Background: an optimization exercise with open tools, aiming at small area, a short achievable clock period and few clock cycles. Do not read the settings as production practice.
Function was checked by simulation only, so behaviour that the tests miss may differ from the original.

Setup of the reference run:
==> flow/design.v (excerpt) <==
module sha256_block (
    input  wire         clk,
    input  wire         rst_n,
    input  wire         in_valid,
    output wire         in_ready,
    input  wire         in_first,    
    input  wire [511:0] in_block,    
    output reg          out_valid,
    output wire [255:0] out_digest   
);
For scale: about 7100 cells after synthesis, ~1100 flip-flops, ~770 I/O pins.
export LEC_CHECK = 0
export ABC_AREA = 1
export ABC_CLOCK_PERIOD_IN_PS = 3500
export CAP_MARGIN = 20
export CORE_MARGIN = 2
export CORE_UTILIZATION = 50
export CTS_CLUSTER_DIAMETER = 100
export CTS_CLUSTER_SIZE = 25
export PLACE_DENSITY = 0.65
export SLEW_MARGIN = 20
create_clock -name core_clock -period 11.0 [get_ports {clk}]
standard.sh (not shown) runs the stock make flow with config.mk's settings and CLKGATE_MAP_FILE= SYNTH_SCRIPT=/design/flow/synth_recipe.tcl, a recipe that flattens the netlist after the stock synthesis.
==> flow/flow/run.sh <==
#!/bin/bash
# The standard layout (the standard.sh: standard synthesis, floorplan,
# placement, CTS, routing), with two changes to how it is made:
#  * the port buffers are sky130_fd_sc_hd__buf_1 rather than the default
#    clkdlybuf4s50_1 (every port still gets its own buffer);
#  * repair_timing aims for 7 ns of setup slack at the fixed 11 ns clock, so
#    the critical paths are sized for a shorter achieved period.
# make's full output goes to flow_make.log here; each ORFS step keeps its own
# log under orfs/logs/.
set -euo pipefail
bash standard.sh SETUP_SLACK_MARGIN=7 \
    "BUFFER_PORTS_ARGS=-buffer_cell sky130_fd_sc_hd__buf_1" finish > flow_make.log 2>&1
Testbench counts of the reference run, summed over its fixed seeds: cycles 208,016.
[inputs] the trial run vs the reference run
--- a/flow/design.v
+++ b/flow/design.v
@@ -152,21 +152,21 @@
     wire [31:0] st_g = in_first ? IV_G : qe[3];
     wire [31:0] st_h = in_first ? IV_H : qe[2];
     wire [31:0] s1  = {e[5:0], e[31:6]} ^ {e[10:0], e[31:11]} ^ {e[24:0], e[31:25]};
     wire [31:0] ch  = (e & f) ^ (~e & g);
     wire [31:0] s0  = {a[1:0], a[31:2]} ^ {a[12:0], a[31:13]} ^ {a[21:0], a[31:22]};
     wire [31:0] maj = (a & b) | (a & c) | (b & c);
     wire [63:0] ca1 = csa(ps, pc, ch);
     wire [63:0] ca2 = csa(s1, s0, maj);
     wire [63:0] ca3 = csa(ca1[63:32], ca1[31:0], ca2[63:32]);
     wire [63:0] ca4 = csa(ca3[63:32], ca3[31:0], ca2[31:0]);
-    wire [31:0] a_new = sadd(ca4[63:32], ca4[31:0]);
+    wire [31:0] a_new = kadd(ca4[63:32], ca4[31:0]);
     wire [63:0] ce1 = csa(ps, pc, d);
     wire [63:0] ce2 = csa(ce1[63:32], ce1[31:0], ch);
     wire [63:0] ce3 = csa(ce2[63:32], ce2[31:0], s1);
     wire [31:0] e_new = sadd(ce3[63:32], ce3[31:0]);
     wire [31:0] ws0 = {w[1][6:0], w[1][31:7]} ^ {w[1][17:0], w[1][31:18]} ^ (w[1] >> 3);
     wire [31:0] ws1 = {w[14][16:0], w[14][31:17]} ^ {w[14][18:0], w[14][31:19]} ^ (w[14] >> 10);
     wire [63:0] cw1 = csa(ws1, w[9], ws0);
     wire [63:0] cw2 = csa(cw1[63:32], cw1[31:0], w[0]);
     wire [31:0] w_new = kadd(cw2[63:32], cw2[31:0]);
     wire [63:0] p_ld  = csa(st_h, K_0, in_block[511:480]);
Findings:
The trial run finished every step from synthesis to the final layout, and the layout passed the timing, DRC and antenna checks. Routed length on met1 (the trial run over the reference run): increase, 4600 µm. Fraction of final layout cells sized beyond drive strength 1 (the trial run over the reference run): increase, 1.5 points. The reference run → the trial run: number of buffers created by CTS stayed essentially flat. In the route summary, the trial run ends up with a via count exceeding that of the reference run. The reference run → the trial run: end-of-flow core utilization increased 0.46 points. Clock network latency to the later pin of the worst-skew pair: the trial run and the reference run compared, higher one is the reference run. The trial run ended up with a lower fraction of standard cell area that is sequential than the reference run did. On the trial run: post-synthesis to final-layout area growth is 1.3 points higher than what the reference run gave. [compare] base=the reference run new=the trial run: cell area higher; number of ports placed on the die boundary has remained practically unchanged.
Testbench counts of the trial run, summed over its fixed seeds: cycles 208,016.

== before ==
The RTL this note starts from:
==> flow/design.v <==
module sha256_block (
    input  wire         clk,
    input  wire         rst_n,
    input  wire         in_valid,
    output wire         in_ready,
    input  wire         in_first,    
    input  wire [511:0] in_block,    
    output reg          out_valid,
    output wire [255:0] out_digest   
);
    localparam [31:0] IV_A = 32'h6a09e667, IV_B = 32'hbb67ae85,
                      IV_C = 32'h3c6ef372, IV_D = 32'ha54ff53a,
                      IV_E = 32'h510e527f, IV_F = 32'h9b05688c,
                      IV_G = 32'h1f83d9ab, IV_H = 32'h5be0cd19;
    localparam [31:0] K_0 = 32'h428a2f98;
    function [31:0] kconst;
        input [5:0] i;
        begin
            case (i)
                6'd0:  kconst = 32'h428a2f98; 6'd1:  kconst = 32'h71374491;
                6'd2:  kconst = 32'hb5c0fbcf; 6'd3:  kconst = 32'he9b5dba5;
                6'd4:  kconst = 32'h3956c25b; 6'd5:  kconst = 32'h59f111f1;
                6'd6:  kconst = 32'h923f82a4; 6'd7:  kconst = 32'hab1c5ed5;
                6'd8:  kconst = 32'hd807aa98; 6'd9:  kconst = 32'h12835b01;
                6'd10: kconst = 32'h243185be; 6'd11: kconst = 32'h550c7dc3;
                6'd12: kconst = 32'h72be5d74; 6'd13: kconst = 32'h80deb1fe;
                6'd14: kconst = 32'h9bdc06a7; 6'd15: kconst = 32'hc19bf174;
                6'd16: kconst = 32'he49b69c1; 6'd17: kconst = 32'hefbe4786;
                6'd18: kconst = 32'h0fc19dc6; 6'd19: kconst = 32'h240ca1cc;
                6'd20: kconst = 32'h2de92c6f; 6'd21: kconst = 32'h4a7484aa;
                6'd22: kconst = 32'h5cb0a9dc; 6'd23: kconst = 32'h76f988da;
                6'd24: kconst = 32'h983e5152; 6'd25: kconst = 32'ha831c66d;
                6'd26: kconst = 32'hb00327c8; 6'd27: kconst = 32'hbf597fc7;
                6'd28: kconst = 32'hc6e00bf3; 6'd29: kconst = 32'hd5a79147;
                6'd30: kconst = 32'h06ca6351; 6'd31: kconst = 32'h14292967;
                6'd32: kconst = 32'h27b70a85; 6'd33: kconst = 32'h2e1b2138;
                6'd34: kconst = 32'h4d2c6dfc; 6'd35: kconst = 32'h53380d13;
                6'd36: kconst = 32'h650a7354; 6'd37: kconst = 32'h766a0abb;
                6'd38: kconst = 32'h81c2c92e; 6'd39: kconst = 32'h92722c85;
                6'd40: kconst = 32'ha2bfe8a1; 6'd41: kconst = 32'ha81a664b;
                6'd42: kconst = 32'hc24b8b70; 6'd43: kconst = 32'hc76c51a3;
                6'd44: kconst = 32'hd192e819; 6'd45: kconst = 32'hd6990624;
                6'd46: kconst = 32'hf40e3585; 6'd47: kconst = 32'h106aa070;
                6'd48: kconst = 32'h19a4c116; 6'd49: kconst = 32'h1e376c08;
                6'd50: kconst = 32'h2748774c; 6'd51: kconst = 32'h34b0bcb5;
                6'd52: kconst = 32'h391c0cb3; 6'd53: kconst = 32'h4ed8aa4a;
                6'd54: kconst = 32'h5b9cca4f; 6'd55: kconst = 32'h682e6ff3;
                6'd56: kconst = 32'h748f82ee; 6'd57: kconst = 32'h78a5636f;
                6'd58: kconst = 32'h84c87814; 6'd59: kconst = 32'h8cc70208;
                6'd60: kconst = 32'h90befffa; 6'd61: kconst = 32'ha4506ceb;
                6'd62: kconst = 32'hbef9a3f7; default: kconst = 32'hc67178f2;
            endcase
        end
    endfunction
    function [63:0] csa;
        input [31:0] x, y, z;
        begin
            csa = {x ^ y ^ z, ((x & y) | (x & z) | (y & z)) << 1};
        end
    endfunction
    function [31:0] kadd;
        input [31:0] x, y;
        reg   [31:0] gg, pp, gn, pn;
        integer j, k;
        begin
            gg = x & y;
            pp = x | y;
            for (k = 1; k < 32; k = k * 2) begin
                gn = gg;
                pn = pp;
                for (j = k; j < 32; j = j + 1) begin
                    gn[j] = gg[j] | (pp[j] & gg[j - k]);
                    pn[j] = pp[j] & pp[j - k];
                end
                gg = gn;
                pp = pn;
            end
            kadd = x ^ (y ^ {gg[30:0], 1'b0});
        end
    endfunction
    function [31:0] badd;
        input [31:0] x, y;
        reg   [31:0] gg, pp;
        integer j, k;
        begin
            gg = x & y;
            pp = x | y;
            for (k = 1; k < 32; k = k * 2)
                for (j = 2 * k - 1; j < 32; j = j + 2 * k) begin
                    gg[j] = gg[j] | (pp[j] & gg[j - k]);
                    pp[j] = pp[j] & pp[j - k];
                end
            for (k = 8; k >= 1; k = k / 2)
                for (j = 3 * k - 1; j < 32; j = j + 2 * k) begin
                    gg[j] = gg[j] | (pp[j] & gg[j - k]);
                    pp[j] = pp[j] & pp[j - k];
                end
            badd = x ^ (y ^ {gg[30:0], 1'b0});
        end
    endfunction
    function [31:0] sadd;
        input [31:0] x, y;
        reg   [31:0] gg, pp, gn, pn;
        integer j, k;
        begin
            gg = x & y;
            pp = x | y;
            for (k = 1; k < 32; k = k * 2) begin
                gn = gg;
                pn = pp;
                for (j = 0; j < 32; j = j + 1)
                    if (j % (2 * k) >= k) begin
                        gn[j] = gg[j] | (pp[j] & gg[j - j % k - 1]);
                        pn[j] = pp[j] & pp[j - j % k - 1];
                    end
                gg = gn;
                pp = pn;
            end
            sadd = x ^ (y ^ {gg[30:0], 1'b0});
        end
    endfunction
    reg  [6:0]  t;           
    reg         idle;        
    reg         ready;       
    reg         add_en;      
    reg         ld_iv;       
    reg         first_q;     
    assign in_ready = ready;
    reg [31:0] a, b, c, d, e, f, g, hh;
    reg [31:0] w [0:15];           
    reg [31:0] ps, pc;             
    reg [31:0] qa [0:4];
    reg [31:0] qe [0:4];
    assign out_digest = {qa[4], qa[3], qa[2], qa[1], qe[4], qe[3], qe[2], qe[1]};
    wire [31:0] sum_a = badd(qa[0], add_en ? a : 32'd0);
    wire [31:0] sum_e = badd(qe[0], add_en ? e : 32'd0);
    reg  [31:0] iv_a, iv_e;
    always @* begin
        case (t[1:0])
            2'd1:    begin iv_a = IV_D; iv_e = IV_H; end
            2'd2:    begin iv_a = IV_C; iv_e = IV_G; end
            2'd3:    begin iv_a = IV_B; iv_e = IV_F; end
            default: begin iv_a = IV_A; iv_e = IV_E; end
        endcase
    end
    wire [31:0] st_a = in_first ? IV_A : sum_a;
    wire [31:0] st_b = in_first ? IV_B : qa[4];
    wire [31:0] st_c = in_first ? IV_C : qa[3];
    wire [31:0] st_d = in_first ? IV_D : qa[2];
    wire [31:0] st_e = in_first ? IV_E : sum_e;
    wire [31:0] st_f = in_first ? IV_F : qe[4];
    wire [31:0] st_g = in_first ? IV_G : qe[3];
    wire [31:0] st_h = in_first ? IV_H : qe[2];
    wire [31:0] s1  = {e[5:0], e[31:6]} ^ {e[10:0], e[31:11]} ^ {e[24:0], e[31:25]};
    wire [31:0] ch  = (e & f) ^ (~e & g);
    wire [31:0] s0  = {a[1:0], a[31:2]} ^ {a[12:0], a[31:13]} ^ {a[21:0], a[31:22]};
    wire [31:0] maj = (a & b) | (a & c) | (b & c);
    wire [63:0] ca1 = csa(ps, pc, ch);
    wire [63:0] ca2 = csa(s1, s0, maj);
    wire [63:0] ca3 = csa(ca1[63:32], ca1[31:0], ca2[63:32]);
    wire [63:0] ca4 = csa(ca3[63:32], ca3[31:0], ca2[31:0]);
    wire [31:0] a_new = kadd(ca4[63:32], ca4[31:0]);
    wire [63:0] ce1 = csa(ps, pc, d);
    wire [63:0] ce2 = csa(ce1[63:32], ce1[31:0], ch);
    wire [63:0] ce3 = csa(ce2[63:32], ce2[31:0], s1);
    wire [31:0] e_new = sadd(ce3[63:32], ce3[31:0]);
    wire [31:0] ws0 = {w[1][6:0], w[1][31:7]} ^ {w[1][17:0], w[1][31:18]} ^ (w[1] >> 3);
    wire [31:0] ws1 = {w[14][16:0], w[14][31:17]} ^ {w[14][18:0], w[14][31:19]} ^ (w[14] >> 10);
    wire [63:0] cw1 = csa(ws1, w[9], ws0);
    wire [63:0] cw2 = csa(cw1[63:32], cw1[31:0], w[0]);
    wire [31:0] w_new = kadd(cw2[63:32], cw2[31:0]);
    wire [63:0] p_ld  = csa(st_h, K_0, in_block[511:480]);
    wire [63:0] p_run = csa(g, kconst(t[5:0] + 6'd1), w[1]);
    integer i;
    always @(posedge clk) begin
        if (!rst_n) begin
            t         <= 7'd64;
            idle      <= 1'b1;
            ready     <= 1'b1;
            add_en    <= 1'b0;
            ld_iv     <= 1'b0;
            out_valid <= 1'b0;
        end else begin
            out_valid <= ready && !idle;
            if (ready) begin
                t       <= in_valid ? 7'd0 : 7'd60;
                idle    <= !in_valid;
                ready   <= 1'b0;
                add_en  <= 1'b0;
                ld_iv   <= 1'b0;
                first_q <= in_first;
            end else begin
                t       <= t + 7'd1;
                ready   <= (t == 7'd63);
                add_en  <= !idle && (t >= 7'd60);
                ld_iv   <= !idle && first_q && (t <= 7'd3);
            end
        end
    end
    always @(posedge clk) begin
        if (ready) begin
            {a, b, c, d, e, f, g, hh} <= {st_a, st_b, st_c, st_d, st_e, st_f, st_g, st_h};
            for (i = 0; i < 16; i = i + 1)
                w[i] <= in_block[511 - 32*i -: 32];
            {ps, pc} <= p_ld;
        end else begin
            hh <= g;
            g  <= f;
            f  <= e;
            e  <= e_new;
            d  <= c;
            c  <= b;
            b  <= a;
            a  <= a_new;
            for (i = 0; i < 15; i = i + 1)
                w[i] <= w[i + 1];
            w[15] <= w_new;
            {ps, pc} <= p_run;
        end
    end
    always @(posedge clk) begin
        for (i = 0; i < 4; i = i + 1) begin
            qa[i] <= qa[i + 1];
            qe[i] <= qe[i + 1];
        end
        qa[4] <= ld_iv ? iv_a : sum_a;
        qe[4] <= ld_iv ? iv_e : sum_e;
    end
endmodule
clock: 11.0 ns
lec_check: 0
abc_area: 1
abc_clock_period_in_ps: 3500
cap_margin: 20
core_margin: 2
core_utilization: 40
cts_cluster_diameter: 100
cts_cluster_size: 25
place_density: 0.6
slew_margin: 20
Scripts as last shown in full above: flow/flow/run.sh
before completed end to end with timing, DRC and antenna clean.
Testbench counts of before, summed over its fixed seeds: cycles 208,016.
Modified inputs, after compared to before
--- a/flow/design.v
+++ b/flow/design.v
@@ -99,25 +99,4 @@
         end
     endfunction
-    function [31:0] sadd;
-        input [31:0] x, y;
-        reg   [31:0] gg, pp, gn, pn;
-        integer j, k;
-        begin
-            gg = x & y;
-            pp = x | y;
-            for (k = 1; k < 32; k = k * 2) begin
-                gn = gg;
-                pn = pp;
-                for (j = 0; j < 32; j = j + 1)
-                    if (j % (2 * k) >= k) begin
-                        gn[j] = gg[j] | (pp[j] & gg[j - j % k - 1]);
-                        pn[j] = pp[j] & pp[j - j % k - 1];
-                    end
-                gg = gn;
-                pp = pn;
-            end
-            sadd = x ^ (y ^ {gg[30:0], 1'b0});
-        end
-    endfunction
     reg  [6:0]  t;           
     reg         idle;        
@@ -161,8 +140,7 @@
     wire [63:0] ca4 = csa(ca3[63:32], ca3[31:0], ca2[31:0]);
     wire [31:0] a_new = kadd(ca4[63:32], ca4[31:0]);
-    wire [63:0] ce1 = csa(ps, pc, d);
-    wire [63:0] ce2 = csa(ce1[63:32], ce1[31:0], ch);
+    wire [63:0] ce2 = csa(ca1[63:32], ca1[31:0], d);
     wire [63:0] ce3 = csa(ce2[63:32], ce2[31:0], s1);
-    wire [31:0] e_new = sadd(ce3[63:32], ce3[31:0]);
+    wire [31:0] e_new = kadd(ce3[63:32], ce3[31:0]);
     wire [31:0] ws0 = {w[1][6:0], w[1][31:7]} ^ {w[1][17:0], w[1][31:18]} ^ (w[1] >> 3);
     wire [31:0] ws1 = {w[14][16:0], w[14][31:17]} ^ {w[14][18:0], w[14][31:19]} ^ (w[14] >> 10);
Findings:
The final-layout worst hold slack was comparable across before and after.
after vs. before: wire length went up 10000 µm; post-detailed-route wirelength per cell went up about 3.6%; instance count of the mapped netlist held.
before → after: global-route usage increased by 1.4 points relative to the old numbers.
Core utilization: after vs before up 1.4 points
~same multiplexer area fraction after synthesis in before and after
From before to after the numbers moved as follows: sequential portion of the cell area fell by 0.94 points; die footprint dropped about 0.9%.
Portion of the post-synthesis area used by sequential elements up 0.37 points in after wrt before
In the metrics for before and after, the one carrying the lower buffer count from post-CTS setup fixing is before.
Testbench counts of after, summed over its fixed seeds: cycles 208,016.

[re-timing with driven ports]
The flow's constraints put no driver on any port. The routed layouts listed below were extracted and timed again, unchanged, in two steps. Step 1, drivers: a clkbuf_16 drives clk and a buf_2 each remaining input, both assumed. Step 2 moves the port delays by t, midway between the first and last clock arrival at a register: inputs arrive t later, outputs are due t later. That takes back most of the time a late clock gives input paths. a / b / c = ideal ports / drivers / drivers and shift; a / b = the first two.
| run | t (ns) | setup WS [ns] | worst setup path at the end |
|---|---|---|---|
| the reference run | 0.791 | 6.909 / 6.909 / 6.502 | input to register |
| the trial run | 0.772 | 7.067 / 7.067 / 6.379 | input to register |
| before | 0.810 | 6.943 / 6.943 / 6.442 | input to register |
| after | 0.799 | 6.893 / 6.893 / 6.249 | input to register |
After both steps every run listed still meets setup and hold. The setup slack of the trial run, which loses most, moves by 0.000 ns with the drivers and by -0.688 ns with both steps.
